Source: an optimization exercise on an open RTL-to-GDS flow (aim: small area and a short achievable clock period). Production flows keep margins and buffers that such runs may drop.
In this exercise RTL edits were held to simulation tests only and were not proved equivalent to the original.

==> job 5437: inputs <==
// vec_fma
module vec_fma (
    input  wire        clk,
    input  wire        rst,
    input  wire        in_valid,
    input  wire [31:0] in_a,
    input  wire [31:0] in_b,
    input  wire [31:0] in_c,
    output reg         out_valid,
    output reg  [31:0] out_r
);
Settings: LEC_CHECK=0, ABC_AREA=1, CAP_MARGIN=20, CORE_MARGIN=2, CORE_UTILIZATION=40, CTS_CLUSTER_DIAMETER=100, CTS_CLUSTER_SIZE=20, SLEW_MARGIN=20; clock period 25.0 ns.
standard.sh (not shown) runs the stock make flow with config.mk's settings and CLKGATE_MAP_FILE= SYNTH_SCRIPT=/design/flow/synth_recipe.tcl, a recipe that flattens the netlist after the stock synthesis.
==> flow/flow/run.sh <==
#!/bin/bash
# Standard ORFS layout; repair_timing aims for a setup slack of at least
# 18.95 ns at the design's clock period.
set -euo pipefail
bash standard.sh SETUP_SLACK_MARGIN=18.95 'BUFFER_PORTS_ARGS=-buffer_cell sky130_fd_sc_hd__buf_2' finish > standard.log 2>&1
==> job 392: changes against job 5437 <==
--- a/flow/design.v
+++ b/flow/design.v
@@ -1898,15 +1898,19 @@
     wire [25:0]  u_dec = opu - 26'd1;
     wire         u_zero = (opu == 26'd0);
     wire         l_nz = |opl;
     wire [26:0]  l_neg = ~opl + 27'd1;
     wire         neg = eff_sub & u_zero & ~c1;
-    wire [25:0]  u_dec0 = u_zero ? 26'd0 : u_dec;
-    wire [25:0]  mag_u = eff_sub ? (c1 ? opu : u_dec0) : (c0 ? u_inc : opu);
-    wire [47:0]  mag_m = !eff_sub ? y0 : (!neg ? y1 : (l_nz ? ~y1 : ~y0));
-    wire [26:0]  mag_l = neg ? l_neg : opl;
-    wire [100:0] mag = {mag_u, mag_m, mag_l};
+    reg  [100:0] mag;
+    always @(*) begin
+        if (!eff_sub)
+            mag = {c0 ? u_inc : opu, y0, opl};
+        else if (!neg)
+            mag = {c1 ? opu : u_dec, y1, opl};
+        else
+            mag = {26'd0, l_nz ? ~y1 : ~y0, l_neg};
+    end
     wire         rsign = neg ? s1_sp : s1_sc;
     wire signed [10:0] e_m1 = s1_etop - 11'sd1;
     wire               kill = s1_etop < 11'sd1;      
     wire               has_mark = ~kill & (e_m1 < 11'sd75);
     reg        s2_valid;
--- a/flow/config.mk
+++ b/flow/config.mk
@@ -7,8 +7,6 @@
 export LEC_CHECK = 0
 export ABC_AREA = 1
 export CAP_MARGIN = 20
 export CORE_MARGIN = 2
 export CORE_UTILIZATION = 40
-export CTS_CLUSTER_DIAMETER = 100
-export CTS_CLUSTER_SIZE = 20
 export SLEW_MARGIN = 20
==> qor summary <==
quantity                                                                     job 392                 job 5437
Sequential fraction of total cell area                                         16.4%                    16.4%
Met1 usage                                                                     38.4%                    38.3%
Number of vias per cell after detailed routing                                  5.60                     5.63
Cell with the biggest individual delay on the critical path                  dfxtp_2                  dfxtp_4
Dpl ws                                                                      17.36 ns                 17.14 ns
Area taken by multi-input logic gates                                   29,100 sq um             29,500 sq um
Synth unique cells                                                                67                       64
Hpwl dp                                                                   120,000 um               122,000 um
H-tree levels                                                                      2                        1
Detailed-routed wire length on met2                                        70,500 um                71,500 um
Clock Skew                                                                 0.0365 ns                0.0313 ns
Run status                                                   complete, no violations  complete, no violations
Area share of the largest cell type after synthesis                            18.2%                    17.9%
Post CTS Setup Buffer Count                                                       33                       37
Worst-Margin Slew                                                            1.07 ns                  1.00 ns
Synthesized netlist net count                                                  6,489                    6,566

---

==> try-fjord <==
vec_fma, a different RTL version from the one above (not shown whole).
clock: 25.0 ns
lec_check: 0
abc_area: 1
cap_margin: 20
core_margin: 2
core_utilization: 40
cts_cluster_diameter: 120
cts_cluster_size: 24
slew_margin: 20
==> flow/flow/run.sh <==
#!/bin/bash
# Standard ORFS layout; repair_timing aims for a setup slack of at least
# 19.1 ns at the design's clock period.
set -euo pipefail
bash standard.sh SETUP_SLACK_MARGIN=19.1 'BUFFER_PORTS_ARGS=-buffer_cell sky130_fd_sc_hd__buf_2' finish > standard.log 2>&1
==> inputs of try-sierra, as changes to try-fjord <==
--- a/flow/design.v
+++ b/flow/design.v
@@ -1918,11 +1918,11 @@
             mag = {26'd0, l_nz ? ~y1 : ~y0, l_neg};
     end
     wire         rsign = neg ? s1_sp : s1_sc;
     wire signed [10:0] e_m1 = s1_etop - 11'sd1;
     wire               kill = s1_etop < 11'sd1;      
-    wire               has_mark = ~kill & (e_m1 < 11'sd75);
+    wire               has_mark = ~kill & (e_m1 < 11'sd101);
     reg        s2_valid;
     reg [100:0] s2_mag;
     reg [8:0]  s2_em1;
     reg        s2_hasm, s2_kill, s2_rsign, s2_spec, s2_nan, s2_sinf, s2_zsign;
     always @(posedge clk) begin
@@ -1938,11 +1938,11 @@
         s2_sinf  <= s1_sinf;
         s2_zsign <= s1_zsign;
     end
     wire [6:0]   s2_mpos = s2_em1[6:0];
     wire [127:0] mark = s2_hasm ? ({1'b1, 127'd0} >> s2_mpos) : 128'd0;
-    wire [127:0] lz_in = {s2_mag[100:26], 53'd0} | mark;
+    wire [127:0] lz_in = {s2_mag, 27'd0} | mark;
     wire         mag_zero = ~|s2_mag;
     wire zv1660 = lz_in[127] | lz_in[126];
     wire zc1661 = ~lz_in[127];
     wire zv1662 = lz_in[125] | lz_in[124];
     wire zc1663 = ~lz_in[125];
@@ -2633,130 +2633,25 @@
     wire sh2347 = lz[0] ? sh2318 : sh2319;
     wire sh2348 = lz[0] ? sh2319 : sh2320;
     wire [24:0] norm = {sh2348, sh2347, sh2346, sh2345, sh2344, sh2343, sh2342, sh2341, sh2340, sh2339, sh2338, sh2337, sh2336, sh2335, sh2334, sh2333, sh2332, sh2331, sh2330, sh2329, sh2328, sh2327, sh2326, sh2325, sh2324};
     wire norm_st = st2323;
     wire         is_sub = ~norm[24];
-    wire [7:0]   e2 = s2_em1[7:0] + 8'd2;
-    wire [7:0]   e3 = s2_em1[7:0] + 8'd3;
-    wire signed [10:0] thr = $signed({2'd0, s2_em1}) - 11'sd254;
-    wire         ovf = ~is_sub & ~thr[10] & ($signed({4'd0, lz}) <= thr);
-    wire [7:0]   nlz = {1'b1, ~lz};
-    wire g2349 = e2[0] & nlz[0];
-    wire g2350 = e2[1] & nlz[1];
-    wire g2351 = e2[2] & nlz[2];
-    wire g2352 = e2[3] & nlz[3];
-    wire g2353 = e2[4] & nlz[4];
-    wire g2354 = e2[5] & nlz[5];
-    wire g2355 = e2[6] & nlz[6];
-    wire g2356 = e2[7] & nlz[7];
-    wire p2357 = e2[0] ^ nlz[0];
-    wire p2358 = e2[1] ^ nlz[1];
-    wire p2359 = e2[2] ^ nlz[2];
-    wire p2360 = e2[3] ^ nlz[3];
-    wire p2361 = e2[4] ^ nlz[4];
-    wire p2362 = e2[5] ^ nlz[5];
-    wire p2363 = e2[6] ^ nlz[6];
-    wire p2364 = e2[7] ^ nlz[7];
-    wire pg2365 = g2350 | (p2358 & g2349);
-    wire pp2366 = p2358 & p2357;
-    wire pg2367 = g2352 | (p2360 & g2351);
-    wire pp2368 = p2360 & p2359;
-    wire pg2369 = g2354 | (p2362 & g2353);
-    wire pp2370 = p2362 & p2361;
-    wire pg2371 = g2356 | (p2364 & g2355);
-    wire pp2372 = p2364 & p2363;
-    wire pg2373 = g2351 | (p2359 & pg2365);
-    wire pp2374 = p2359 & pp2366;
-    wire pg2375 = pg2367 | (pp2368 & pg2365);
-    wire pp2376 = pp2368 & pp2366;
-    wire pg2377 = g2355 | (p2363 & pg2369);
-    wire pp2378 = p2363 & pp2370;
-    wire pg2379 = pg2371 | (pp2372 & pg2369);
-    wire pp2380 = pp2372 & pp2370;
-    wire pg2381 = g2353 | (p2361 & pg2375);
-    wire pp2382 = p2361 & pp2376;
-    wire pg2383 = pg2369 | (pp2370 & pg2375);
-    wire pp2384 = pp2370 & pp2376;
-    wire pg2385 = pg2377 | (pp2378 & pg2375);
-    wire pp2386 = pp2378 & pp2376;
-    wire pg2387 = pg2379 | (pp2380 & pg2375);
-    wire pp2388 = pp2380 & pp2376;
-    wire [7:0] e_lo;
-    assign e_lo[0] = p2357;
-    assign e_lo[1] = p2358 ^ g2349;
-    assign e_lo[2] = p2359 ^ pg2365;
-    assign e_lo[3] = p2360 ^ pg2373;
-    assign e_lo[4] = p2361 ^ pg2375;
-    assign e_lo[5] = p2362 ^ pg2381;
-    assign e_lo[6] = p2363 ^ pg2383;
-    assign e_lo[7] = p2364 ^ pg2385;
-    wire g2389 = e3[0] & nlz[0];
-    wire g2390 = e3[1] & nlz[1];
-    wire g2391 = e3[2] & nlz[2];
-    wire g2392 = e3[3] & nlz[3];
-    wire g2393 = e3[4] & nlz[4];
-    wire g2394 = e3[5] & nlz[5];
-    wire g2395 = e3[6] & nlz[6];
-    wire g2396 = e3[7] & nlz[7];
-    wire p2397 = e3[0] ^ nlz[0];
-    wire p2398 = e3[1] ^ nlz[1];
-    wire p2399 = e3[2] ^ nlz[2];
-    wire p2400 = e3[3] ^ nlz[3];
-    wire p2401 = e3[4] ^ nlz[4];
-    wire p2402 = e3[5] ^ nlz[5];
-    wire p2403 = e3[6] ^ nlz[6];
-    wire p2404 = e3[7] ^ nlz[7];
-    wire pg2405 = g2390 | (p2398 & g2389);
-    wire pp2406 = p2398 & p2397;
-    wire pg2407 = g2392 | (p2400 & g2391);
-    wire pp2408 = p2400 & p2399;
-    wire pg2409 = g2394 | (p2402 & g2393);
-    wire pp2410 = p2402 & p2401;
-    wire pg2411 = g2396 | (p2404 & g2395);
-    wire pp2412 = p2404 & p2403;
-    wire pg2413 = g2391 | (p2399 & pg2405);
-    wire pp2414 = p2399 & pp2406;
-    wire pg2415 = pg2407 | (pp2408 & pg2405);
-    wire pp2416 = pp2408 & pp2406;
-    wire pg2417 = g2395 | (p2403 & pg2409);
-    wire pp2418 = p2403 & pp2410;
-    wire pg2419 = pg2411 | (pp2412 & pg2409);
-    wire pp2420 = pp2412 & pp2410;
-    wire pg2421 = g2393 | (p2401 & pg2415);
-    wire pp2422 = p2401 & pp2416;
-    wire pg2423 = pg2409 | (pp2410 & pg2415);
-    wire pp2424 = pp2410 & pp2416;
-    wire pg2425 = pg2417 | (pp2418 & pg2415);
-    wire pp2426 = pp2418 & pp2416;
-    wire pg2427 = pg2419 | (pp2420 & pg2415);
-    wire pp2428 = pp2420 & pp2416;
-    wire [7:0] e_lo1;
-    assign e_lo1[0] = p2397;
-    assign e_lo1[1] = p2398 ^ g2389;
-    assign e_lo1[2] = p2399 ^ pg2405;
-    assign e_lo1[3] = p2400 ^ pg2413;
-    assign e_lo1[4] = p2401 ^ pg2415;
-    assign e_lo1[5] = p2402 ^ pg2421;
-    assign e_lo1[6] = p2403 ^ pg2423;
-    assign e_lo1[7] = p2404 ^ pg2425;
+    wire signed [10:0] e_full = $signed({2'd0, s2_em1}) + 11'sd1 - $signed({4'd0, lz});
+    wire [7:0]   e_pack = is_sub ? 8'd0 : e_full[7:0];
+    wire         ovf = ~is_sub & (e_full > 11'sd254);
     wire        guard    = norm[0];
     wire        round_up = guard & (norm_st | norm[1]);
-    wire [22:0] mant     = norm[23:1];
-    wire [22:0] mant_inc = mant + 23'd1;
-    wire        m_carry  = round_up & (&mant);
-    wire [7:0]  e_rnd = is_sub ? {7'd0, m_carry} : (m_carry ? e_lo1 : e_lo);
-    wire        ovf_r = ~is_sub & m_carry & (e_lo == 8'd254);
-    wire [30:0] rounded = {e_rnd, round_up ? mant_inc : mant};
+    wire [30:0] rounded  = {e_pack, norm[23:1]} + {30'd0, round_up};
     reg [31:0] result;
     always @(*) begin
         if (s2_spec)
             result = {~s2_nan & s2_sinf, 8'hFF, s2_nan, 22'd0};
         else if (mag_zero)
             result = {s2_zsign, 31'd0};
         else if (s2_kill)
             result = {s2_rsign, 31'd0};
-        else if (ovf || ovf_r)
+        else if (ovf || rounded[30:23] == 8'hFF)
             result = {s2_rsign, 8'hFF, 23'd0};
         else
             result = {s2_rsign, rounded};
     end
     always @(posedge clk) begin
==> flow/flow/run.sh (replaced) <==
#!/bin/bash
# Standard ORFS layout; repair_timing aims for a setup slack of at least
# 19 ns at the design's clock period.
set -euo pipefail
bash standard.sh SETUP_SLACK_MARGIN=19  finish > standard.log 2>&1
--- a/flow/config.mk
+++ b/flow/config.mk
@@ -6,9 +6,8 @@
 export NUM_CORES = 4
 export LEC_CHECK = 0
 export ABC_AREA = 1
 export CAP_MARGIN = 20
 export CORE_MARGIN = 2
-export CORE_UTILIZATION = 40
-export CTS_CLUSTER_DIAMETER = 120
-export CTS_CLUSTER_SIZE = 24
+export CORE_UTILIZATION = 50
+export PLACE_DENSITY = 0.7
 export SLEW_MARGIN = 20
==> inputs of try-willow, as changes to try-fjord <==
==> flow/flow/run.sh (replaced) <==
#!/bin/bash
# Standard ORFS layout; repair_timing aims for a setup slack of at least
# 18.95 ns at the design's clock period.
set -euo pipefail
bash standard.sh SETUP_SLACK_MARGIN=18.95 'BUFFER_PORTS_ARGS=-buffer_cell sky130_fd_sc_hd__buf_2' finish > standard.log 2>&1
==> flow/config.mk (replaced) <==
export PLATFORM = sky130hd
export DESIGN_NAME = vec_fma
export DESIGN_NICKNAME = vec_fma
export VERILOG_FILES = /design/flow/design.v
export SDC_FILE = /design/flow/constraint.sdc
export NUM_CORES = 4
export LEC_CHECK = 0
export ABC_AREA = 0
export CAP_MARGIN = 20
export CORE_MARGIN = 2
export CORE_UTILIZATION = 40
export SLEW_MARGIN = 20
==> inputs of try-juniper, as changes to try-fjord <==
==> flow/flow/run.sh (replaced) <==
#!/bin/bash
# Standard ORFS layout; repair_timing aims for a setup slack of at least
# 18.95 ns at the design's clock period.
set -euo pipefail
bash standard.sh SETUP_SLACK_MARGIN=18.95 'BUFFER_PORTS_ARGS=-buffer_cell sky130_fd_sc_hd__buf_2' finish > standard.log 2>&1
--- a/flow/config.mk
+++ b/flow/config.mk
@@ -7,8 +7,6 @@
 export LEC_CHECK = 0
 export ABC_AREA = 1
 export CAP_MARGIN = 20
 export CORE_MARGIN = 2
 export CORE_UTILIZATION = 40
-export CTS_CLUSTER_DIAMETER = 120
-export CTS_CLUSTER_SIZE = 24
 export SLEW_MARGIN = 20
==> comparison <==
- Of try-sierra and try-willow, try-willow has the higher area after synthesis (gap 9.7%, measured against try-willow).
- Design area, highest first: try-willow, try-sierra, try-fjord, try-juniper.
- Clock-buffer cell count, lowest first: try-fjord, try-willow, try-juniper, try-sierra.
==> figures <==
| item | try-fjord | try-willow | try-sierra | try-juniper |
|---|---|---|---|---|
| Result of the run | no timing/DRC/antenna violations | no timing/DRC/antenna violations | no timing/DRC/antenna violations | no timing/DRC/antenna violations |
| Layout fillers | 10,300 | 11,100 | 7,716 | 10,300 |
| Most common cell in the synthesized netlist | nand2_1 | nor2_1 | nand2_1 | nand2_1 |
| Total wire length | 164,000 µm | 197,000 µm | 174,000 µm | 161,000 µm |
| Number of cells after detailed placement | 7,207 | 7,427 | 6,962 | 7,207 |
| Proportion of synthesized chip area in sequential cells | 17.6% | 15.6% | 17.3% | 17.6% |
| Number of cells on the critical path | 1 | 29 | 1 | 1 |
| Reg-to-Reg Start | s0_a[0] | s0_b[8] | s0_b[1] | s0_a[0] |
| Total of clock buffers placed in the layout | 23 | 53 | 58 | 56 |
| Largest stage delay on the critical path | 0.31 ns | 0.53 ns | 0.32 ns | 0.36 ns |

[port drivers added, routing unchanged]
Ports are ideal in the flow. The routed layouts listed here were re-timed in OpenROAD. Step 1 (the two cells are an assumption about what drives the block):
set clk [get_ports {clk}]
set_driving_cell -lib_cell sky130_fd_sc_hd__clkbuf_16 $clk
set_driving_cell -lib_cell sky130_fd_sc_hd__buf_2 [delete_from_list [all_inputs] $clk]
Step 2 also shifts input and output timing later by t, the mid clock arrival at the registers, as if the neighbouring blocks saw the same clock. Three values: ideal, step 1, step 2; two values: the first two.
run	t, ns	setup slack, ns	worst hold slack (ns)	worst setup path at the end
job 5437	0.708	18.849 / 18.772 / 18.461	0.339 / 0.339 / 0.339	input to register
job 392	0.693	18.944 / 18.870 / 18.452	0.328 / 0.328 / 0.328	input to register
try-fjord	0.674	18.955 / 18.891 / 18.786	0.394 / 0.394 / 0.394	input to register
try-sierra	0.694	18.934 / 18.867 / 18.414	0.399 / 0.399 / 0.399	input to register
try-willow	0.693	18.306 / 18.306 / 18.306	0.330 / 0.330 / 0.330	register to register
try-juniper	0.682	18.904 / 18.840 / 18.803	0.373 / 0.373 / 0.373	input to register
After both steps every run listed still meets setup and hold. For try-sierra, which loses most, drivers alone change the setup slack by -0.067 ns; drivers and shift together by -0.520 ns.
